This design comes from an exercise in tuning for small area, a short achievable clock period and few clock cycles per item on the open sky130 flow, not from production work.
The RTL was checked by simulation tests, not by an equivalence proof against the original design.
No activity file was given, so power comes from the tool's default toggle rates.

## lane 1
## sluice_placer
module sluice_placer #(
    parameter NR = 2             
) (
    input  wire        clk,
    input  wire        rst,
    input  wire        cmd_valid,
    output wire        cmd_ready,
    input  wire [2:0]  cmd_op,
    input  wire        cmd_lane,
    input  wire [8:0]  cmd_onu,
    input  wire [16:0] cmd_len,
    input  wire [16:0] cmd_pos,
    input  wire [7:0]  cmd_ovh,
    input  wire        cmd_grant,
    input  wire        cmd_torrent,
    input  wire [47:0] cmd_fns,
    input  wire [31:0] cmd_period,
    input  wire [31:0] cmd_phase,
    output reg         rsp_valid,
    output reg  [1:0]  rsp_status,
    output reg  [16:0] rsp_start,
    output reg  [7:0]  rsp_steps,
    output wire [16:0] rsp_cur0,
    output wire [16:0] rsp_cur1
);
Size in the first run: roughly 9300 cells after synthesis, ~1600 flip-flops, about 110000 sq um of cells after synthesis.
Settings: LEC_CHECK=0, CAP_MARGIN=20, CORE_MARGIN=2, CORE_UTILIZATION=50, SETUP_SLACK_MARGIN=4, SLEW_MARGIN=20; clock period 11.0 ns.
run.sh (not shown) runs the stock make flow with config.mk's settings and CLKGATE_MAP_FILE= SYNTH_SCRIPT=/design/flow/synth_recipe.tcl, a recipe that flattens the netlist after the stock synthesis.
Lane 1: PASS, flow complete, no timing, DRC or antenna violations
Testbench counts of lane 1, summed over its fixed seeds: cycles 36,856, items 19,544.
For lane 2, these inputs were changed with respect to lane 1:
--- a/flow/design.v
+++ b/flow/design.v
@@ -75,14 +75,32 @@
     wire [W-1:0] s = x ^ y ^ z;
     wire [W-1:0] c = (x & y) | (x & z) | (y & z);
     wire [W-1:0] s_unused;
     wire         co;
     sluice_add #(.W(W)) u (.a(s), .b({c[W-2:0], 1'b0}), .ci(1'b0), .s(s_unused), .co(co));
     assign lt = c[W-1] | co;
 endmodule
+module sluice_csel32 (
+    input  wire [31:0] a,
+    input  wire [31:0] b,
+    output wire [31:0] s
+);
+    wire [8:0] s0_0 = {1'b0, a[7:0]}   + {1'b0, b[7:0]};
+    wire [8:0] s1_0 = {1'b0, a[15:8]}  + {1'b0, b[15:8]};
+    wire [8:0] s1_1 = {1'b0, a[15:8]}  + {1'b0, b[15:8]}  + 9'd1;
+    wire [8:0] s2_0 = {1'b0, a[23:16]} + {1'b0, b[23:16]};
+    wire [8:0] s2_1 = {1'b0, a[23:16]} + {1'b0, b[23:16]} + 9'd1;
+    wire [7:0] s3_0 = a[31:24] + b[31:24];
+    wire [7:0] s3_1 = a[31:24] + b[31:24] + 8'd1;
+    wire       c1 = s0_0[8];
+    wire       c2 = c1 ? s1_1[8] : s1_0[8];
+    wire       c3 = c2 ? s2_1[8] : s2_0[8];
+    assign s = {c3 ? s3_1 : s3_0, c2 ? s2_1[7:0] : s2_0[7:0],
+                c1 ? s1_1[7:0] : s1_0[7:0], s0_0[7:0]};
+endmodule
 module sluice_placer #(
     parameter NR = 2             
 ) (
     input  wire        clk,
     input  wire        rst,
     input  wire        cmd_valid,
     output wire        cmd_ready,
@@ -153,21 +171,20 @@
     reg [17:0] c_xlo;               
     reg [31:0] c_p3;                
     reg        cont_q;              
     assign cmd_ready = ready_r;
     wire accept = cmd_valid & ready_r;
     wire [17:0] in_inc, in_xlo;
     wire [31:0] in_p3;
-    wire        co_u0, co_u1, co_u3;
+    wire        co_u0, co_u1;
     sluice_add #(.W(18)) u_inc  (.a({1'b0, cmd_len}), .b({10'd0, cmd_ovh}), .ci(1'b0),
                                  .s(in_inc), .co(co_u0));
     sluice_add #(.W(18)) u_xlo  (.a({1'b0, cmd_pos}), .b(~{10'd0, cmd_ovh}), .ci(1'b1),
                                  .s(in_xlo), .co(co_u1));
-    sluice_add #(.W(32)) u_p3   (.a({2'b00, cmd_period[29:0]}), .b({1'b0, cmd_period[29:0], 1'b0}),
-                                 .ci(1'b0), .s(in_p3), .co(co_u3));
+    sluice_csel32 u_p3 (.a({2'b00, cmd_period[29:0]}), .b({1'b0, cmd_period[29:0], 1'b0}), .s(in_p3));
     reg [2:0]  mode;
     reg        lane_q;              
     reg        x_lane;
     reg        x_grant;
     reg [8:0]  x_onu;
     reg [16:0] xw;                  
     reg [17:0] xa;                  
@@ -187,26 +204,26 @@
         else if (cmd_period[27:24] != 4'd0) j_in = 3'd6;
         else if (cmd_period[23:20] != 4'd0) j_in = 3'd5;
         else if (cmd_period[19:16] != 4'd0) j_in = 3'd4;
         else if (cmd_period[15:12] != 4'd0) j_in = 3'd3;
         else                                j_in = 3'd2;
     end
     reg [31:0] r_j0, r_j1;
+    reg [3:0]  p_nib;
     always @(*) begin
         case (j_in)
-        3'd7:    begin r_j0 = {4'd0,  cmd_fns[47:20]}; r_j1 = cmd_fns[47:16];          end
-        3'd6:    begin r_j0 = {8'd0,  cmd_fns[47:24]}; r_j1 = {4'd0,  cmd_fns[47:20]}; end
-        3'd5:    begin r_j0 = {12'd0, cmd_fns[47:28]}; r_j1 = {8'd0,  cmd_fns[47:24]}; end
-        3'd4:    begin r_j0 = {16'd0, cmd_fns[47:32]}; r_j1 = {12'd0, cmd_fns[47:28]}; end
-        3'd3:    begin r_j0 = {20'd0, cmd_fns[47:36]}; r_j1 = {16'd0, cmd_fns[47:32]}; end
-        default: begin r_j0 = {24'd0, cmd_fns[47:40]}; r_j1 = {20'd0, cmd_fns[47:36]}; end
+        3'd7:    begin r_j0 = {4'd0,  cmd_fns[47:20]}; r_j1 = cmd_fns[47:16];          p_nib = cmd_period[31:28]; end
+        3'd6:    begin r_j0 = {8'd0,  cmd_fns[47:24]}; r_j1 = {4'd0,  cmd_fns[47:20]}; p_nib = cmd_period[27:24]; end
+        3'd5:    begin r_j0 = {12'd0, cmd_fns[47:28]}; r_j1 = {8'd0,  cmd_fns[47:24]}; p_nib = cmd_period[23:20]; end
+        3'd4:    begin r_j0 = {16'd0, cmd_fns[47:32]}; r_j1 = {12'd0, cmd_fns[47:28]}; p_nib = cmd_period[19:16]; end
+        3'd3:    begin r_j0 = {20'd0, cmd_fns[47:36]}; r_j1 = {16'd0, cmd_fns[47:32]}; p_nib = cmd_period[15:12]; end
+        default: begin r_j0 = {24'd0, cmd_fns[47:40]}; r_j1 = {20'd0, cmd_fns[47:36]}; p_nib = cmd_period[11:8];  end
         endcase
     end
-    wire       j1_ok;
-    sluice_lt #(.W(32)) u_j1 (.a(r_j1), .b(cmd_period), .lt(j1_ok));
+    wire       j1_ok = cmd_fns[47:44] < p_nib;
     wire [29:0] r_in = j1_ok ? r_j1[29:0] : r_j0[29:0];
     reg [11:0] oh_j0;
     reg [3:0]  grp_j0, grp_j1;
     always @(*) begin
         case (j_in)
         3'd7:    begin oh_j0 = 12'b000000010000; grp_j0 = cmd_fns[19:16]; grp_j1 = cmd_fns[15:12]; end
         3'd6:    begin oh_j0 = 12'b000000100000; grp_j0 = cmd_fns[23:20]; grp_j1 = cmd_fns[19:16]; end
[summary]
- When lane 2 is set beside lane 1, its area enclosed by the die boundary turns out to be 0.55% larger.
- Taking lane 1 as the reference point, the number of clock buffer instances in the layout of lane 2 rises by 22.
- | power | lane 2 vs lane 1 | worse |
- Compared with lane 1, lane 2 shows cell count higher by about 1%.
- Side by side, worst endpoint required time turned out higher in lane 2 than in lane 1.
- On worst reg-to-reg setup slack, lane 2 does worse than lane 1.
- Lane 2 — adder-cell share of the synthesized area 0.37 points lower, lane 1 as reference
Testbench counts of lane 2, summed over its fixed seeds: cycles 36,906, items 19,544.

==> what the ideal ports hide <==
The flow's constraints put no driver on any port. The routed layouts listed below were extracted and timed again, unchanged, in two steps.
Step 1, drivers: a clkbuf_16 drives clk and a buf_2 each remaining input, both assumed.
Step 2 also shifts input and output timing later by t, the mid clock arrival at the registers, as if the neighbouring blocks saw the same clock.
Slacks: ideal ports / drivers / drivers and shift; pairs: ideal ports / drivers.
run	t, ns	setup WS [ns]	hold WS [ns]	worst setup path at the end
lane 1	0.929	4.001 / 4.001 / 3.295	0.462 / 0.462 / 0.462	input to register
lane 2	0.924	3.808 / 3.808 / 3.490	0.452 / 0.452 / 0.452	input to register
After both steps every run listed still meets setup and hold. The setup slack of lane 1, which loses most, moves by 0.000 ns with the drivers and by -0.706 ns with both steps.
